Source: an optimization exercise on an open RTL-to-GDS flow (aim: small area, a short achievable clock period and few clock cycles per item). Production flows keep margins and buffers that such runs may drop. Where RTL was checked, it was by simulation tests only, not by an equivalence proof against the original.

==> flow/design.v (excerpt) <==
module cz_quant (
    input             clk,
    input             rst,           
    input             in_valid,
    output            in_ready,
    input      [31:0] in_d,          
    input             in_ident,      
    input       [2:0] in_table,      
    input       [4:0] in_width,      
    input       [2:0] in_dither,     
    input      [15:0] in_fn,         
    input       [2:0] in_word,       
    input      [19:0] in_entry,      
    input             in_zero,       
    output     [14:0] tbl_addr,      
    input      [15:0] tbl_data0,     
    input      [15:0] tbl_data1,     
    output reg        out_valid,
    input             out_ready,
    output reg [15:0] out_word,
    output reg [31:0] out_y          
);
Size in the first run: about 4800 cells after synthesis, roughly 39000 µm² of cells after synthesis.
Settings: LEC_CHECK=0, ABC_AREA=1, CAP_MARGIN=20, CORE_MARGIN=2, CORE_UTILIZATION=60, SLEW_MARGIN=20; clock period 140.0 ns.
standard.sh (not shown) runs the stock make flow with config.mk's settings and CLKGATE_MAP_FILE= SYNTH_SCRIPT=/design/flow/synth_recipe.tcl, a recipe that flattens the netlist after the stock synthesis.
==> flow/flow/run.sh <==
#!/bin/bash
# The standard layout (standard.sh), with one change: ABC maps the
# synthesised logic with area-oriented mapping (amap, then buffering and gate sizing;
# flow/abc_area.script)
# instead of ORFS's default abc_area.script. Registers, their names and cell
# types are the standard synthesis's, since ABC sees only combinational logic.
set -euo pipefail
rm -rf scripts_area
cp -r "$FLOW_HOME/scripts" scripts_area
cp flow/abc_area.script scripts_area/abc_area.script
bash standard.sh finish SCRIPTS_DIR="$PWD/scripts_area" > layout.log 2>&1
==> flow/flow/abc_area.script <==
strash
dch -f
amap
topo
stime -c
buffer -c
upsize -c
dnsize -c
The first run finished clean.
==> next run, changes <==
==> flow/flow/abc_area.script (replaced) <==
strash
dch
amap
topo
stime -c
buffer -c
upsize -c
dnsize -c
Effect: Register-to-register slack loses 130 ps; design area drops by 0.61%; non-clock buffer count climbs by 7; core utilization climbs by 0.66 points.
No run of this note included a check of the RTL's function; only the layout flow was run.

run 2:
cz_quant, a different RTL version from the one above (not shown whole).
Size: roughly 4800 cells after synthesis, ~350 flip-flops, about 190 I/O pins.
export LEC_CHECK = 0
export ABC_AREA = 1
export CAP_MARGIN = 20
export CORE_MARGIN = 2
export CORE_UTILIZATION = 60
export CTS_CLUSTER_SIZE = 40
export SLEW_MARGIN = 20
create_clock -name core_clock -period 140.0 [get_ports {clk}]
==> flow/flow/run.sh <==
#!/bin/bash
# The standard layout (standard.sh), with two changes:
# - ABC maps the synthesised logic with area-oriented mapping (amap, then
#   buffering and gate sizing; flow/abc_area.script) instead of ORFS's default
#   abc_area.script. Registers, their names and cell types are the standard
#   synthesis's, since ABC sees only combinational logic.
# - every input and output port still gets its own buffer, but a plain
#   sky130_fd_sc_hd__buf_1 instead of the delay cell buffer_ports picks.
set -euo pipefail
rm -rf scripts_area
cp -r "$FLOW_HOME/scripts" scripts_area
cp flow/abc_area.script scripts_area/abc_area.script
bash standard.sh finish SCRIPTS_DIR="$PWD/scripts_area" \
  BUFFER_PORTS_ARGS="-buffer_cell sky130_fd_sc_hd__buf_1" > layout.log 2>&1
==> flow/flow/abc_area.script <==
strash
dch
amap
topo
stime -c
buffer -c
upsize -c
dnsize -c
Testbench counts of run 2, summed over its fixed seeds: cycles 16,040, items 16,000.
What run 1 does differently from run 2 at the input level:
Settings: removing CTS_CLUSTER_SIZE (formerly 40).
==> flow/flow/run.sh <==
#!/bin/bash
# The standard layout (standard.sh), with one change: ABC maps the
# synthesised logic with area-oriented mapping (amap, then buffering and gate sizing;
# flow/abc_area.script)
# instead of ORFS's default abc_area.script. Registers, their names and cell
# types are the standard synthesis's, since ABC sees only combinational logic.
set -euo pipefail
rm -rf scripts_area
cp -r "$FLOW_HOME/scripts" scripts_area
cp flow/abc_area.script scripts_area/abc_area.script
bash standard.sh finish SCRIPTS_DIR="$PWD/scripts_area" > layout.log 2>&1
==> notes.md <==
- Run 1 vs run 2 — buffer count excluding the clock tree in the final layout dropped about 1.3%.
- Run 1: flow completed, timing, DRC and antenna clean
- As of run 1, met2 routed wirelength had fallen slightly compared to run 2.
- Going from run 2 to run 1, via count picked up an extra 275; detail-routed net length per standard cell neither gained nor lost much.
- Run 1 against run 2: fill cell total of the finished layout went down about 1.3%.

==> what the ideal ports hide <==
How much do the figures lean on ideal ports? The routed layouts below were timed once more, with nothing changed but the port constraints.
Step 1: set_driving_cell puts a clkbuf_16 on clk and a buf_2 on each other input, an assumption about the parent block.
Step 2 also shifts input and output timing later by t, the mid clock arrival at the registers, as if the neighbouring blocks saw the same clock.
a / b / c = ideal ports / drivers / drivers and shift; a / b = the first two.
run	t (ns)	slack for setup (ns)	worst hold slack (ns)	cell pins on the clock port's net
the first run of note 1	0.647	110.360 / 110.296 / 109.999	0.400 / 0.400 / 0.400	1
the second run of note 1	0.652	110.282 / 110.282 / 110.282	0.411 / 0.411 / 0.411	1
run 2	0.599	110.895 / 110.838 / 110.758	0.409 / 0.409 / 0.409	1
run 1	0.589	110.491 / 110.433 / 110.410	0.415 / 0.415 / 0.415	1
After both steps setup and hold are still met in every run listed. For the first run of note 1, which loses most, drivers alone change the setup slack by -0.064 ns; drivers and shift together by -0.361 ns.
